This is an optimization exercise on Yosys and OpenROAD, whose aim is small area, a short achievable clock period and few clock cycles per item, not a production implementation. In this exercise RTL edits were held to simulation tests only and were not proved equivalent to the original.

==> flow/design.v, too long to show whole: its modules and the start of the top module <==
// module shot_unit: 4727 lines
module shot_unit (
  input  wire        clk,
  input  wire        rst,
  input  wire        in_valid,
  output wire        in_ready,
  input  wire [7:0]  p00,
  input  wire [7:0]  p10,
  input  wire [7:0]  p01,
  input  wire [7:0]  p11,
  input  wire [5:0]  fx,
  input  wire [5:0]  fy,
  input  wire [15:0] f_pix,
  input  wire [7:0]  nominal,
  input  wire [16:0] s_x,
  input  wire [5:0]  l_x,
  input  wire [4:0]  rank,
  input  wire [3:0]  rho_in,
  input  wire [15:0] gain,
  input  wire [3:0]  state,
  input  wire        blank,
  output wire        out_valid,
  output wire [7:0]  code,
  output wire [3:0]  rho_out,
  output wire        rho_we,
  output wire [31:0] loss,
  output wire        sat,
  output wire        missed,
  output wire        stuck_over
);
  // ...
==> flow/run.sh <==
#!/bin/bash
# synth_recipe.tcl (not shown) runs the flow's synth.tcl, then flattens the netlist and writes it again
# the make line also repeats each setting of config.mk as NAME=value (left out here)
make -C /OpenROAD-flow-scripts/flow DESIGN_CONFIG=/design/flow/config.mk WORK_HOME=/design/flow/orfs CLKGATE_MAP_FILE= SYNTH_SCRIPT=/design/flow/synth_recipe.tcl finish
==> flow/config.mk <==
export PLATFORM = sky130hd
export DESIGN_NAME = shot_unit
export DESIGN_NICKNAME = shot_unit
export VERILOG_FILES = /design/flow/design.v
export SDC_FILE = /design/flow/constraint.sdc
export NUM_CORES = 4
export LEC_CHECK = 0
export CAP_MARGIN = 20
export CORE_MARGIN = 2
export CORE_UTILIZATION = 40
export SLEW_MARGIN = 20
==> flow/constraint.sdc <==
create_clock -name core_clock -period 300.0 [get_ports {clk}]
set_input_delay 60.0000 -clock core_clock [delete_from_list [all_inputs] [get_ports {clk}]]
set_output_delay 60.0000 -clock core_clock [all_outputs]
set_load 0.01 [all_outputs]
==> metrics.md, run 1 <==
| Metric | Value |
|---|---|
| Worst EP required | 240.00 ns |
| Status | timing/DRC/antenna clean |
| Cts bufs inserted | 35 |
| Max Cap Viol | 0 |
| Hold endpoint | c2_f[0]$_DFF_P_ |
| Top delay family on crit path | buffers and inverters |
| CP max stage delay | 0.59 ns |
| Unique masters post-synth | 81 |
| CP Capture Point | loss[29] |
| Non-filler cells, final | 5286 |
| Avg Vias per Cell | 5.02 |
| Met3 wire len | 5070 um |
| CP startpoint | o[35]$_DFF_P_ |
| Vias in the first global route | 28547 |
| Synth Instances | 3886 |
| Fin util | 44.6% |
| DRC | 0 |
| Post-CTS Setup Inserts | 0 |
| CP bufs+invs | 1 |
| Routed wire length | 93000 um |
| Die Area | 103000 um^2 |
| Signal buffers | 244 |
| Reg clk slew, reported paths | 0.06 ns |
Testbench counts, summed over its fixed seeds: cycles 24,032, items 24,000.
==> inputs of run 2 (changes only) <==
--- a/flow/config.mk
+++ b/flow/config.mk
@@ -5,6 +5,7 @@
 export SDC_FILE = /design/flow/constraint.sdc
 export NUM_CORES = 4
 export LEC_CHECK = 0
+export ABC_AREA = 1
 export CAP_MARGIN = 20
 export CORE_MARGIN = 2
 export CORE_UTILIZATION = 40
==> run 2 against run 1 <==
Die area is 0.60% lower. Fmax hardly changed. Clock skew is 0.0075 ns higher. Register-to-register slack better by 0.39 ns. Via count is 9.3% higher. Hold slack worse by 0.0083 ns. Critical path depth stayed put. Sequential share of layout area is 0.069 points higher. Synthesized area is 0.61% lower. Largest cell class unchanged.
==> metrics.md, run 2 <==
| Metric | Value |
|---|---|
| Status | timing/DRC/antenna clean (unchanged) |
| Initial drt markers | 1700 (was 1356) |
| Antenna diodes | 0 (unchanged) |
| First-pass iteration count of the detailed router | 5 (unchanged) |
| Clock latency on the worst-skew pair | 0.62 ns (was 0.59 ns) |
| Final setup fails | 0 (unchanged) |
| Period utilisation layout | 20.5% (about the same) |
| Initial antenna violation count | 0 (was 2) |
| Die Area | 102000 um^2 (was 103000 um^2) |
| Worst r2r src | n_q[0]$_DFF_P_ (was fx_q[1]$_DFF_P_) |
| Max-slew violations | 0 (unchanged) |
| R2R setup slack | 247.71 ns (was 247.32 ns) |
| WL per Instance | 16.8 um (was 17.6 um) |
| Top delay family on crit path | buffers and inverters (unchanged) |
| Worst hold path stage count | 0 (unchanged) |
| Commonest non-fill, non-tap cell in the layout | inv_1 (was fa_1) |
| Syn Area/Cell | 8.91 um^2 (was 10.3 um^2) |
| Hold Path Class | flip-flop to flip-flop (unchanged) |
| Worst EP required | 240.00 ns (about the same) |
| Cells along the critical path | clkdlybuf4s50_1 (unchanged) |
| Die H | 320 um (was 321 um) |
| Initial core utilization | 40.5% (was 40.3%) |
| Cts hold-fix bufs | 0 (unchanged) |
| Largest regs | o x40, c2_w x24, s_q x17 (unchanged) |
| Worst-margin pin slew | 1.01 ns (was 1.14 ns) |
| Share of post-route cells with drive strength above 1 | 5.21% (was 9.05%) |
| CTS tree | done (unchanged) |
| Reg2reg end | c1_R[3]$_DFF_P_ (was c1_R[2]$_DFF_P_) |
| Buffers on Ports | 172 (unchanged) |
| WHS | 0.316 ns (was 0.324 ns) |
| Post-synth ARST share | 0% (unchanged) |
| Fin util | 44.8% (was 44.6%) |
| GRT Resource Usage Total | 20.1% (was 18.9%) |
| Multi-input combinational cell area | 30000 um^2 (was 31100 um^2) |
| Vias in the first global route | 30947 (was 28547) |
| Min-Delay Startpoint | c1_G[13]$_DFF_P_ (was c1_f[0]$_DFF_P_) |
| Area Overhead vs Synth | 10.6% (about the same) |
| Unique masters post-synth | 58 (was 81) |
| Peak Freq | 0.0162 GHz (about the same) |
| Rel. slew slack | 32.4% (was 23.8%) |
| Avg Vias per Cell | 4.94 (was 5.02) |
| Worst Skew | 0.0446 ns (was 0.0371 ns) |
| CTS Buffer Depth | 3 (unchanged) |
| Post-layout min period | 61.63 ns (was 61.62 ns) |
| CORE AREA | 98700 um^2 (was 99900 um^2) |
| Crit. End Element | primary output (unchanged) |
| Largest Register | o (unchanged) |
| Crit path max fanout | 9 (unchanged) |
| Number of flip-flops in the largest register | 40 (unchanged) |
| Placer Congestion | 0.852 (was 0.830) |
| Setup TNS | 0 ns (unchanged) |
| Register area share after synthesis | 13.2% (was 13.1%) |
| Synth cell count leaders | inv_1, fa_1, nand2_1 (was fa_1, inv_1, dfxtp_1) |
| H-tree depth | 2 (unchanged) |
| Post-CTS sizing | 0 (unchanged) |
| Row Count | 115 (was 116) |
| Post-synth EDFFs | 0 (unchanged) |
| Routed wire length | 98700 um (was 93000 um) |
| Vias | 29025 (was 26552) |
| CP startpoint | o[35]$_DFF_P_ (unchanged) |
| RSZ-0062 raised after global routing | no (unchanged) |
| Synth Instances | 4487 (was 3886) |
| Hold endpoint | c2_G[13]$_DFF_P_ (was c2_f[0]$_DFF_P_) |
| Sequential standard cell area | 5270 um^2 (unchanged) |
| Area leader, netlist | fa_1 (unchanged) |
| Cts bufs inserted | 35 (unchanged) |
| Max Cap Viol | 0 (unchanged) |
| Critical Path Stages | 1 (unchanged) |
| DRT antenna net count | 0 (unchanged) |
| I/O pins | 174 (unchanged) |
| CP max stage delay | 0.59 ns (about the same) |
| Reg clk slew, reported paths | 0.07 ns (was 0.06 ns) |
| DP Wirelength | 78900 um (was 74400 um) |
| Synthesized area | 40000 um^2 (was 40200 um^2) |
| Hold Violations, Final | 0 (unchanged) |
| Count leader, synth | inv_1 (was fa_1) |
| Top FF cell, synth | dfxtp_1 (unchanged) |
| Mapped Nets | 5677 (was 5076) |
| R2R depth | 171 (was 158) |
| Sink Count | 263 (unchanged) |
| Synth warnings | 1 (unchanged) |
| Fill count | 9636 (was 9461) |
| Crit path kind | flip-flop to primary output (unchanged) |
| First-pass GRT wire length | 164000 um (was 155000 um) |
| Setup crit start kind | flip-flop (unchanged) |
| Clk root buf | clkbuf_16 (unchanged) |
| Largest net degree at the start of global routing | 33 (was 45) |
| Flops & latches, synth | 263 (unchanged) |
| GR Overflow Total | 0 (unchanged) |
| Post-CTS Setup Inserts | 0 (unchanged) |
| Synth top area share | 41.6% (was 41.3%) |
| Commonest non-fill, non-tap cells in the layout | inv_1, fa_1, nand2_1 (was fa_1, inv_1, dfxtp_1) |
| Crit path max-delay cell type | clkdlybuf4s50_1 (unchanged) |
| Synth top area cells | fa_1, dfxtp_1, inv_1, nand2_1, ha_1 (was fa_1, dfxtp_1, inv_1, ha_1, mux2_2) |
| Total Nets Final | 5753 (was 5152) |
| DIE WIDTH | 320 um (was 321 um) |
| DRC | 0 (unchanged) |
| Critical path arrival | 1.63 ns (was 1.62 ns) |
| CP bufs+invs | 1 (unchanged) |
run 2: cell count changes in the layout (fill, tap and decap cells not counted), sizes merged, moves of 32 or more:
cell	previous run	this run
a22oi	181	0
nand2	184	860
o22ai	17	234
xnor2	214	22
nand3	6	62
a21oi	74	42
mux2i	129	23
o21ai	92	261
xor2	22	240
maj3	43	2
mux2	192	6
and2	91	0
inv	819	1033
run 2: metal layers:
metal / track usage, % / part of all wire, %
met4: 6.02 / 3.2
met2: 34.4 / 49
met5: 0 / 0
met1: 26.4 / 43
met3: 2.89 / 5.6
run 2: how the worst max path moves through the flow:
stage / endpoint / slack (ns)
CTS: loss[30] / 238.31
finish: loss[28] / 238.37
global route: loss[28] / 238.26
floorplan: loss[24] / 239.36
detailed placement: loss[30] / 238.97
global placement: loss[24] / 239.01
run 2: kinds of logic after synthesis:
logic type | share of synthesized area [%]
buffers and inverters | 11.8
adder cells (fa/ha/maj) | 49.0
AND/OR/NAND/NOR | 11.0
AO/OA/AOI/OAI | 8.43
flip-flops | 13.2
XOR/XNOR | 5.74
multiplexers | 0.754
other | 0.00938
run 2: metrics by stage:
step	setup slack [ns]	cells	cell area [um^2]
finish	238.37	5876	44200
detailed placement	238.97	5813	43000
floorplan	239.36	4487	40000
global placement	239.01	5813	43000
global route	238.26	5876	44200
CTS	238.31	5876	44200
run 2: layout make-up:
| class | instances | area share [%] |
|---|---|---|
| inverters | 1039 | 8.82 |
| multi-input cells | 2978 | 67.8 |
| flip-flops and latches | 263 | 11.9 |
| clock inverters | 19 | 0.489 |
| repair buffers | 246 | 5.15 |
| well taps | 1287 | 3.64 |
| clock buffers | 44 | 2.22 |

## static timing again, ports no longer ideal
No port has a modelled driver above. Below, the same layouts with a new extraction and two added sets of constraints.
Step 1 sets driving cells, clkbuf_16 on the clock port and buf_2 on the other inputs (assumed; they add their load-dependent delay and slew).
Step 2 adds t to the input delays and takes it off the output delays; t is the mean of the earliest and latest rising clock arrival at the registers after step 1. Input paths then give back, and output paths get back, about the clock's delay inside the block.
Slacks: ideal ports / drivers / drivers and shift; pairs: ideal ports / drivers.
run	shift t [ns]	setup slack, ns	slew at the worst register clock pin (ns)	cell pins on the clock port's net
run 1	0.641	238.378 / 238.313 / 238.954	0.06 / 0.06	1
run 2	0.668	238.373 / 238.304 / 238.973	0.07 / 0.07	1
After both steps setup and hold are still met in every run listed.
